This design comes from an exercise in tuning for small area, a short achievable clock period and few clock cycles per item on the open sky130 flow, not from production work.

== the reference run ==
## cph_aes
module cph_aes (
    input  wire         clk,
    input  wire         rst,          
    input  wire         in_valid,
    output wire         in_ready,
    input  wire [255:0] in_key,       
    input  wire [127:0] in_block,     
    output reg          out_valid,
    output wire [127:0] out_block     
);
    reg          s_busy;
    reg  [3:0]   s_round;             
    reg  [127:0] st;                  
    reg  [127:0] qa;                  
    reg  [127:0] qb;                  
    reg          p_busy;
    reg  [3:0]   p_round;             
    reg  [351:0] pm;                  
    reg  [127:0] ra, rb;              
    reg  [87:0] rm;                  
    wire load = !p_busy;
    assign in_ready  = load;
    assign out_block = st;
    genvar g;
    wire [351:0] pm_d;
    wire [87:0] rm_d;
    generate
        for (g = 0; g < 16; g = g + 1) begin : g_sbh
            aes_sbox_hi u_sb (.a(st[127 - 8*g -: 8]), .m(pm_d[351 - 22*g -: 22]));
        end
        for (g = 0; g < 4; g = g + 1) begin : g_ksbh
            aes_sbox_hi u_ksb (.a(qb[31 - 8*g -: 8]), .m(rm_d[87 - 22*g -: 22]));
        end
    endgenerate
    wire [127:0] sub;
    generate
        for (g = 0; g < 16; g = g + 1) begin : g_sbl
            aes_sbox_lo u_sb (.m(pm[351 - 22*g -: 22]), .y(sub[127 - 8*g -: 8]));
        end
    endgenerate
    wire [127:0] shf;
    generate
        for (g = 0; g < 16; g = g + 1) begin : g_sr
            assign shf[127 - 8*g -: 8] = sub[127 - 8*((g + 4*(g % 4)) % 16) -: 8];
        end
    endgenerate
    wire p_last = (p_round == 4'd14);
    wire mc_en  = !p_last && !load;
    wire [127:0] mg;           
    generate
        for (g = 0; g < 4; g = g + 1) begin : g_mc
            aes_mixcol u_mc (.c(shf[127 - 32*g -: 32]), .en(mc_en), .g(mg[127 - 32*g -: 32]));
        end
    endgenerate
    wire [127:0] rk  = load ? in_key[255:128] : rb;
    wire [127:0] dat = load ? in_block : shf;
    wire [127:0] rnd_out;
    generate
        for (g = 0; g < 128; g = g + 1) begin : g_ark
            wire x;
            g_xor2  u_x (.a(dat[g]), .b(rk[g]), .y(x));
  ...
==> module cph_aes, before the edit <==
module cph_aes (
    input  wire         clk,
    input  wire         rst,          
    input  wire         in_valid,
    output wire         in_ready,
    input  wire [255:0] in_key,       
    input  wire [127:0] in_block,     
    output reg          out_valid,
    output wire [127:0] out_block     
);
    reg          s_busy;
    reg  [3:0]   s_round;             
    reg  [127:0] st;                  
    reg  [127:0] qa;                  
    reg  [127:0] qb;                  
    reg          p_busy;
    reg  [3:0]   p_round;             
    reg  [351:0] pm;                  
    reg  [127:0] ra, rb;              
    reg  [87:0] rm;                  
    wire load = !p_busy;
    assign in_ready  = load;
    assign out_block = st;
    genvar g;
    wire [351:0] pm_d;
    wire [87:0] rm_d;
    generate
        for (g = 0; g < 16; g = g + 1) begin : g_sbh
            aes_sbox_hi u_sb (.a(st[127 - 8*g -: 8]), .m(pm_d[351 - 22*g -: 22]));
        end
        for (g = 0; g < 4; g = g + 1) begin : g_ksbh
            aes_sbox_hi u_ksb (.a(qb[31 - 8*g -: 8]), .m(rm_d[87 - 22*g -: 22]));
        end
    endgenerate
    wire [127:0] sub;
    generate
        for (g = 0; g < 16; g = g + 1) begin : g_sbl
            aes_sbox_lo u_sb (.m(pm[351 - 22*g -: 22]), .y(sub[127 - 8*g -: 8]));
        end
    endgenerate
    wire [127:0] shf;
    generate
        for (g = 0; g < 16; g = g + 1) begin : g_sr
            assign shf[127 - 8*g -: 8] = sub[127 - 8*((g + 4*(g % 4)) % 16) -: 8];
        end
    endgenerate
    wire p_last = (p_round == 4'd14);
    wire mc_en  = !p_last && !load;
    wire [127:0] mg;           
    generate
        for (g = 0; g < 4; g = g + 1) begin : g_mc
            aes_mixcol u_mc (.c(shf[127 - 32*g -: 32]), .en(mc_en), .g(mg[127 - 32*g -: 32]));
        end
    endgenerate
    wire [127:0] rk  = load ? in_key[255:128] : rb;
    wire [127:0] dat = load ? in_block : shf;
    wire [127:0] rnd_out;
    generate
        for (g = 0; g < 128; g = g + 1) begin : g_ark
            wire x;
            g_xor2  u_x (.a(dat[g]), .b(rk[g]), .y(x));
            g_xnor2 u_m (.a(x), .b(mg[g]), .y(rnd_out[g]));
        end
    endgenerate
    wire [31:0] ksub;
    generate
        for (g = 0; g < 4; g = g + 1) begin : g_ksbl
            aes_sbox_lo u_ksb (.m(rm[87 - 22*g -: 22]), .y(ksub[31 - 8*g -: 8]));
        end
    endgenerate
    reg [7:0] rcon;
    always @(*) begin
        case (p_round[3:1])
            3'd0:    rcon = 8'h01;
            3'd1:    rcon = 8'h02;
            3'd2:    rcon = 8'h04;
            3'd3:    rcon = 8'h08;
            3'd4:    rcon = 8'h10;
            3'd5:    rcon = 8'h20;
            3'd6:    rcon = 8'h40;
            default: rcon = 8'h80;
        endcase
    end
    wire [31:0] t = p_round[0] ? ({ksub[23:0], ksub[31:24]} ^ {rcon, 24'h0}) : ksub;
    wire [31:0] a0 = ra[127:96], a1 = ra[95:64], a2 = ra[63:32], a3 = ra[31:0];
    wire [31:0] a01, a012, a0123, n0, n1, n2, n3;
    generate
        for (g = 0; g < 32; g = g + 1) begin : g_ks
            g_xor2 u_p1 (.a(a0[g]),   .b(a1[g]),  .y(a01[g]));
            g_xor2 u_p2 (.a(a01[g]),  .b(a2[g]),  .y(a012[g]));
            g_xor2 u_p3 (.a(a012[g]), .b(a3[g]),  .y(a0123[g]));
            g_xor2 u_n0 (.a(a0[g]),   .b(t[g]),   .y(n0[g]));
            g_xor2 u_n1 (.a(a01[g]),  .b(t[g]),   .y(n1[g]));
            g_xor2 u_n2 (.a(a012[g]), .b(t[g]),   .y(n2[g]));
            g_xor2 u_n3 (.a(a0123[g]),.b(t[g]),   .y(n3[g]));
        end
    endgenerate
    always @(posedge clk) begin
        if (rst) begin
            s_busy    <= 1'b0;
            p_busy    <= 1'b0;
            out_valid <= 1'b0;
            s_round   <= 4'd1;
            p_round   <= 4'd1;
        end else begin
            p_busy    <= s_busy;
            p_round   <= s_round;
            out_valid <= p_busy && p_last;
            if (load) begin
                s_busy  <= in_valid;
                s_round <= 4'd1;
            end else begin
                s_busy  <= !p_last;
                s_round <= p_round + 4'd1;
            end
        end
    end
    always @(posedge clk) begin
        pm <= pm_d;
        ra <= qa;
        rb <= qb;
        rm <= rm_d;
        st <= rnd_out;
        qa <= rk;
        qb <= load ? in_key[127:0] : {n0, n1, n2, n3};
    end
endmodule
==> flow/config.mk <==
export PLATFORM = sky130hd
export DESIGN_NAME = cph_aes
export DESIGN_NICKNAME = cph_aes
export VERILOG_FILES = /design/flow/design.v
export SDC_FILE = /design/flow/constraint.sdc
export NUM_CORES = 8
export LEC_CHECK = 0
export CAP_MARGIN = 20
export CORE_MARGIN = 2
export CORE_UTILIZATION = 45
export PLACE_DENSITY = 0.6
export SETUP_SLACK_MARGIN = 4.7
export SLEW_MARGIN = 20
export SYNTH_HIERARCHICAL = 1
export SYNTH_MINIMUM_KEEP_SIZE = 0
==> flow/constraint.sdc <==
create_clock -name core_clock -period 8.0 [get_ports {clk}]
set_input_delay 1.6000 -clock core_clock [delete_from_list [all_inputs] [get_ports {clk}]]
set_output_delay 1.6000 -clock core_clock [all_outputs]
set_load 0.01 [all_outputs]
standard.sh (not shown) runs the stock make flow with config.mk's settings and CLKGATE_MAP_FILE= SYNTH_SCRIPT=/design/flow/synth_recipe.tcl, a recipe that flattens the netlist after the stock synthesis.
==> flow/flow/run.sh <==
#!/bin/bash
# The standard layout, except that the port buffers are plain
# sky130_fd_sc_hd__buf_1 cells rather than the delay cells buffer_ports picks.
set -euo pipefail
bash standard.sh "BUFFER_PORTS_ARGS=-buffer_cell sky130_fd_sc_hd__buf_1" finish > standard_flow.log 2>&1
Here is what was changed in the inputs of the trial run compared with the reference run.
-- flow/design.v --
<<< the reference run, line 3
module g_nand2 (input wire a, input wire b, output wire y); assign y = ~(a & b); endmodule
module g_nor2  (input wire a, input wire b, output wire y); assign y = ~(a | b); endmodule
module aes_sbox_hi (
    input  wire [7:0]  a,
>>> the trial run, line 3
module g_nand2 (input wire a, input wire b, output wire y); assign y = ~(a & b); endmodule
module g_nor2  (input wire a, input wire b, output wire y); assign y = ~(a | b); endmodule
module g_mux2i (input wire a, input wire b, input wire s, output wire y); assign y = ~(s ? b : a); endmodule
module aes_sbox_hi (
    input  wire [7:0]  a,
<<< the reference run, line 198
    reg  [127:0] ra, rb;              
    reg  [87:0] rm;                  
    wire load = !p_busy;
    assign in_ready  = load;
    assign out_block = st;
    genvar g;
    wire [351:0] pm_d;
>>> the trial run, line 199
    reg  [127:0] ra, rb;              
    reg  [87:0] rm;                  
    reg          rdy, ld_n;
    reg  [127:0] res;                 
    wire load = !ld_n;
    assign in_ready  = rdy;
    assign out_block = res;
    genvar g;
    wire [351:0] pm_d;
<<< the reference run, line 225
    endgenerate
    wire p_last = (p_round == 4'd14);
    wire mc_en  = !p_last && !load;
    wire [127:0] mg;           
    generate
>>> the trial run, line 228
    endgenerate
    wire p_last = (p_round == 4'd14);
    wire mc_en  = ld_n;
    wire [127:0] mg;           
    generate
<<< the reference run, line 232
        end
    endgenerate
    wire [127:0] rk  = load ? in_key[255:128] : rb;
    wire [127:0] dat = load ? in_block : shf;
    wire [127:0] rnd_out;
    generate
        for (g = 0; g < 128; g = g + 1) begin : g_ark
            wire x;
            g_xor2  u_x (.a(dat[g]), .b(rk[g]), .y(x));
            g_xnor2 u_m (.a(x), .b(mg[g]), .y(rnd_out[g]));
        end
    endgenerate
>>> the trial run, line 235
        end
    endgenerate
    wire [127:0] xr, rk_n, rnd_out;
    generate
        for (g = 0; g < 128; g = g + 1) begin : g_ark
            wire ik, xs_n;
            g_xor2  u_r (.a(shf[g]), .b(rb[g]), .y(xr[g]));
            g_xor2  u_i (.a(in_block[g]), .b(in_key[128 + g]), .y(ik));
            g_mux2i u_s (.a(xr[g]), .b(ik), .s(load), .y(xs_n));
            g_xor2  u_m (.a(xs_n), .b(mg[g]), .y(rnd_out[g]));
            g_mux2i u_k (.a(rb[g]), .b(in_key[128 + g]), .s(load), .y(rk_n[g]));
        end
    endgenerate
<<< the reference run, line 262
    end
    wire [31:0] t = p_round[0] ? ({ksub[23:0], ksub[31:24]} ^ {rcon, 24'h0}) : ksub;
    wire [31:0] a0 = ra[127:96], a1 = ra[95:64], a2 = ra[63:32], a3 = ra[31:0];
    wire [31:0] a01, a012, a0123, n0, n1, n2, n3;
    generate
        for (g = 0; g < 32; g = g + 1) begin : g_ks
            g_xor2 u_p1 (.a(a0[g]),   .b(a1[g]),  .y(a01[g]));
            g_xor2 u_p2 (.a(a01[g]),  .b(a2[g]),  .y(a012[g]));
            g_xor2 u_p3 (.a(a012[g]), .b(a3[g]),  .y(a0123[g]));
            g_xor2 u_n0 (.a(a0[g]),   .b(t[g]),   .y(n0[g]));
            g_xor2 u_n1 (.a(a01[g]),  .b(t[g]),   .y(n1[g]));
            g_xor2 u_n2 (.a(a012[g]), .b(t[g]),   .y(n2[g]));
            g_xor2 u_n3 (.a(a0123[g]),.b(t[g]),   .y(n3[g]));
        end
    endgenerate
>>> the trial run, line 266
    end
    wire [31:0] t = p_round[0] ? ({ksub[23:0], ksub[31:24]} ^ {rcon, 24'h0}) : ksub;
    wire [31:0] b0 = ra[127:96], b1 = ra[95:64], b2 = ra[63:32], b3 = ra[31:0];
    wire [31:0] c1, c2, c3, n0, n1, n2, n3;
    generate
        for (g = 0; g < 32; g = g + 1) begin : g_ks
            g_xor2  u_p1 (.a(b0[g]), .b(b1[g]), .y(c1[g]));     
            g_xor2  u_p2 (.a(c1[g]), .b(b2[g]), .y(c2[g]));     
            g_xor2  u_p3 (.a(c2[g]), .b(b3[g]), .y(c3[g]));     
            g_xnor2 u_n0 (.a(b0[g]), .b(t[g]),  .y(n0[g]));
            g_xor2  u_n1 (.a(c1[g]), .b(t[g]),  .y(n1[g]));
            g_xnor2 u_n2 (.a(c2[g]), .b(t[g]),  .y(n2[g]));
            g_xor2  u_n3 (.a(c3[g]), .b(t[g]),  .y(n3[g]));
        end
    endgenerate
<<< the reference run, line 280
            p_busy    <= 1'b0;
            out_valid <= 1'b0;
            s_round   <= 4'd1;
            p_round   <= 4'd1;
>>> the trial run, line 284
            p_busy    <= 1'b0;
            out_valid <= 1'b0;
            rdy       <= 1'b1;
            ld_n      <= 1'b0;
            s_round   <= 4'd1;
            p_round   <= 4'd1;
<<< the reference run, line 286
            p_round   <= s_round;
            out_valid <= p_busy && p_last;
            if (load) begin
                s_busy  <= in_valid;
                s_round <= 4'd1;
            end else begin
                s_busy  <= !p_last;
                s_round <= p_round + 4'd1;
            end
>>> the trial run, line 292
            p_round   <= s_round;
            out_valid <= p_busy && p_last;
            rdy       <= !s_busy || (s_round == 4'd14);
            ld_n      <= s_busy && (s_round != 4'd14);
            if (load) begin
                s_busy  <= in_valid;
                s_round <= 4'd1;
            end else begin
                s_busy  <= 1'b1;
                s_round <= p_round + 4'd1;
            end
<<< the reference run, line 301
        rm <= rm_d;
        st <= rnd_out;
        qa <= rk;
        qb <= load ? in_key[127:0] : {n0, n1, n2, n3};
    end
>>> the trial run, line 309
        rm <= rm_d;
        st <= rnd_out;
        qa <= rk_n;
        res <= xr;
        qb <= load ? in_key[127:0] : {n0, n1, n2, n3};
    end
## What came out
- Against the reference run, the trial run comes in 1.5 points higher on portion of the clock cycle consumed by the worst path in the final layout.
- Post-layout worst setup margin was lower in the run labelled the trial run.
- Per the comparison of the trial run with the reference run, die extent in y rose 1.9%; count of instances resized after the clock tree is built fell 38; detailed placer's ending HPWL rose 4.3%.
- When the trial run is measured against the reference run, its detailed-route via count turns out about 6% higher.
- Taking the reference run as the reference, in the trial run final non-filler cell total saw an increase; number of inserted diodes decreased by 15 relative to the old numbers; sequential share of layout area higher.
No run of this note included a check of the RTL's function; only the layout flow was run.

==> afterwards: timing with drivers on the ports <==
How much do the figures lean on ideal ports? The routed layouts below were timed once more, with nothing changed but the port constraints. Step 1 (the two cells are an assumption about what drives the block):
set clk [get_ports {clk}]
set_driving_cell -lib_cell sky130_fd_sc_hd__clkbuf_16 $clk
set_driving_cell -lib_cell sky130_fd_sc_hd__buf_2 [delete_from_list [all_inputs] $clk]
Step 2 adds t to the input delays and takes it off the output delays; t is the mean of the earliest and latest rising clock arrival at the registers after step 1. Input paths then give back, and output paths get back, about the clock's delay inside the block. Slacks: no drivers / after step 1 / after step 2; pairs: no drivers / after step 1.
run	t, ns	slack for setup (ns)	worst register clock-pin slew, ns	cell pins on the clock port's net
the reference run	0.819	4.714 / 4.706 / 4.714	0.07 / 0.07	1
the trial run	0.831	4.591 / 4.591 / 4.591	0.06 / 0.06	1
After both steps every run listed still meets setup and hold.
